What follows belongs to an exercise in optimizing a design on an open flow for small area, a short achievable clock period and few clock cycles per item; a production flow would make more cautious choices.

## loop_frame
module loop_frame (
    input  wire        clk,
    input  wire        rst,
    input  wire        cmd_valid,
    output wire        cmd_ready,
    input  wire [1:0]  cmd_op,
    input  wire [5:0]  cmd_addr,
    input  wire [31:0] cmd_data,
    input  wire [31:0] in_y,
    input  wire [31:0] in_r,
    input  wire [31:0] in_x1,
    input  wire [31:0] in_x2,
    input  wire [31:0] in_x3,
    output reg         out_valid,
    output reg  [31:0] out_value,
    output reg  [1:0]  out_lim,
    output reg  [11:0] out_flags
);
Settings: LEC_CHECK=0, ABC_AREA=1, CAP_MARGIN=20, CORE_MARGIN=2, CORE_UTILIZATION=40, PLACE_DENSITY=0.7, SLEW_MARGIN=30, TNS_END_PERCENT=0; clock period 32.0 ns.
standard.sh (not shown) runs the stock make flow with config.mk's settings and CLKGATE_MAP_FILE= SYNTH_SCRIPT=/design/flow/synth_recipe.tcl, a recipe that flattens the netlist after the stock synthesis.
==> flow/flow/run.sh <==
#!/bin/bash
# Layout flow: the standard ORFS flow (standard.sh), with repair_timing aimed
# at a setup slack margin so that the critical paths are sized for a short period.
# The clock period and all constraints stay the design's. Each make/tool output
# goes to its own log in this folder (ORFS also keeps its per-step logs under orfs/logs).
set -euo pipefail
MARGIN=24
bash standard.sh SYNTH_ARGS=-noabc SETUP_SLACK_MARGIN=$MARGIN MATCH_CELL_FOOTPRINT=0 synth > flow_synth.log 2>&1
bash standard.sh SETUP_SLACK_MARGIN=$MARGIN MATCH_CELL_FOOTPRINT=0 floorplan > flow_floorplan.log 2>&1
bash standard.sh SETUP_SLACK_MARGIN=$MARGIN MATCH_CELL_FOOTPRINT=0 place > flow_place.log 2>&1
bash standard.sh SETUP_SLACK_MARGIN=$MARGIN MATCH_CELL_FOOTPRINT=0 cts > flow_cts.log 2>&1
bash standard.sh SETUP_SLACK_MARGIN=$MARGIN MATCH_CELL_FOOTPRINT=0 MAX_REPAIR_ANTENNAS_ITER_DRT=10 route > flow_route.log 2>&1
bash standard.sh SETUP_SLACK_MARGIN=$MARGIN MATCH_CELL_FOOTPRINT=0 finish > flow_finish.log 2>&1
The first run ran to the end with no violations.
Next try:
--- a/flow/design.v
+++ b/flow/design.v
@@ -174,55 +174,57 @@
             if (sl[1]) begin
                 vB  <= vA;
                 opC <= opB;
                 opB <= opA;
                 vA  <= acc_frame;
                 opA <= op_q;
             end
         end
     end
+    reg  [31:0] dt_q;
     always @(posedge clk) begin
         op_q <= cmd_op;
         ad_q <= cmd_addr;
+        dt_q <= cmd_data;
     end
     reg [223:0] ring0, ring1, ring2, ring3;
     wire [31:0] c0 = ring0[31:0], c1 = ring1[31:0], c2 = ring2[31:0], c3 = ring3[31:0];
     wire wr_r0 = acc_wr & rg_v & (rg_u == 2'd0);
     wire wr_r1 = acc_wr & rg_v & (rg_u == 2'd1);
     wire wr_r2 = acc_wr & rg_v & (rg_u == 2'd2);
     wire wr_r3 = acc_wr & rg_v & (rg_u == 2'd3);
     wire [31:0] def0 = (sl[1] | sl[3]) ? ONE : 32'd0;
     wire [31:0] def1 = (sl[2] | sl[3]) ? ONE : 32'd0;
     wire [31:0] def2 = sl[4] ? ONE : 32'd0;
     always @(posedge clk) begin
-        ring0 <= {wr_r0 ? cmd_data : (init ? def0 : c0), ring0[223:32]};
-        ring1 <= {wr_r1 ? cmd_data : (init ? def1 : c1), ring1[223:32]};
-        ring2 <= {wr_r2 ? cmd_data : (init ? def2 : c2), ring2[223:32]};
-        ring3 <= {wr_r3 ? cmd_data : (init ? 32'd0 : c3), ring3[223:32]};
+        ring0 <= {wr_r0 ? dt_q : (init ? def0 : c0), ring0[223:32]};
+        ring1 <= {wr_r1 ? dt_q : (init ? def1 : c1), ring1[223:32]};
+        ring2 <= {wr_r2 ? dt_q : (init ? def2 : c2), ring2[223:32]};
+        ring3 <= {wr_r3 ? dt_q : (init ? 32'd0 : c3), ring3[223:32]};
     end
     reg [31:0] p_dr, p_bias, p_omin, p_omax, p_du;
     reg        p_rev;
     always @(posedge clk) begin
         if (rst_q) begin
             p_dr   <= SMAX;
             p_bias <= 32'd0;
             p_omin <= SMIN;
             p_omax <= SMAX;
             p_du   <= SMAX;
             p_rev  <= 1'b0;
         end else if (acc_wr) begin
             case (ad_q)
-                6'd1:  p_dr   <= cmd_data;
-                6'd5:  p_bias <= cmd_data;
-                6'd9:  p_omin <= cmd_data;
-                6'd10: p_omax <= cmd_data;
-                6'd11: p_du   <= cmd_data;
-                6'd13: p_rev  <= cmd_data[0];
+                6'd1:  p_dr   <= dt_q;
+                6'd5:  p_bias <= dt_q;
+                6'd9:  p_omin <= dt_q;
+                6'd10: p_omax <= dt_q;
+                6'd11: p_du   <= dt_q;
+                6'd13: p_rev  <= dt_q[0];
                 default: ;
             endcase
         end
     end
     reg [31:0] r_q, y_q, x1_q, x2_q, x3_q, t_q;
     reg [31:0] step_q, p_q, gi_q, d_q, f_q, u_q;
     reg [31:0] b0_q, b1_q, b2_q, b3_q;
     reg [64:0] acc0, acc2;
     reg [64:0] row0, row1, row2, row3;
@@ -329,19 +331,19 @@
     wire        f_clamp  = ovo_q | w_gt_mx | w_lt_bm;
     wire        f_rate   = (wrt_q != sx33(o_q));
     always @(posedge clk) begin
         if (sl[1]) begin
             r_q  <= in_r;
             y_q  <= in_y;
             x1_q <= in_x1;
             x2_q <= in_x2;
             x3_q <= in_x3;
-            t_q  <= cmd_data;
+            t_q  <= dt_q;
         end
         step_q <= r0;
         p_q    <= r0;
         gi_q   <= r1;
         d_q    <= st_fz ? 32'd0 : r2;
         if (sl[5]) f_q <= r3;
         if (sl[0]) u_q <= u_new;
         if (sl[1]) b0_q <= r0;
         if (sl[2]) b1_q <= r1;
@@ -395,19 +397,19 @@
             default: begin row0 <= arow(32'd0);             row1 <= arow(32'd0);
                          row2 <= arow(32'd0);               row3 <= arow(zs2_3); end
         endcase
     end
     always @(posedge clk) begin
         if (rst_q) begin
             st_rs <= 32'd0; st_eprev <= 32'd0; st_i <= 32'd0; st_fz <= 1'b0;
             out_value <= 32'd0; out_lim <= 2'd0;
         end else if (lreset) begin
-            st_rs <= cmd_data; st_eprev <= 32'd0; st_i <= 32'd0;
+            st_rs <= dt_q; st_eprev <= 32'd0; st_i <= 32'd0;
             out_value <= c2; out_lim <= 2'd0;
         end else begin
             if (sl[4] & vA) st_rs <= sat33(rs_full);
             if (sl[6] & vA) st_fz <= (opA == 2'd2);
             if (sl[6] & wA) st_eprev <= xq0;
             if (sl[0] & nA) st_i <= i_new;
             if (sl[0] & pA) st_i <= sat34(pi_full);
             if (sl[5] & wB) out_lim <= lim_new;
             if (sl[6] & wB) out_value <= w_fin;
=> Utilization is lower by 0.39 points. Count of clock-buffer cells in the layout is higher by 6. Worst hold slack improved by 7.1 ps. First-iteration DRC count is higher by a few percent.
No functional check of the RTL was part of any run of this note.

-- port drivers added, routing unchanged --
How much do the figures lean on ideal ports? The routed layouts below were timed once more, with nothing changed but the port constraints.
Step 1 assumes that a clkbuf_16 drives the clock port and a buf_2 every other input.
Step 2 moves the port delays by t, midway between the first and last clock arrival at a register: inputs arrive t later, outputs are due t later. That takes back most of the time a late clock gives input paths.
a / b / c = ideal ports / drivers / drivers and shift; a / b = the first two.
run	shift t [ns]	slack for setup (ns)	worst setup path at the end	latest minus earliest clock arrival (ns)
the first run	1.146	23.531 / 23.641 / 22.495	input to register	0.144 / 0.144
the second run	1.151	23.693 / 23.560 / 23.053	input to register	0.083 / 0.083
After both steps every run listed still meets setup and hold. For the first run, which loses most, drivers alone change the setup slack by +0.110 ns; drivers and shift together by -1.036 ns.
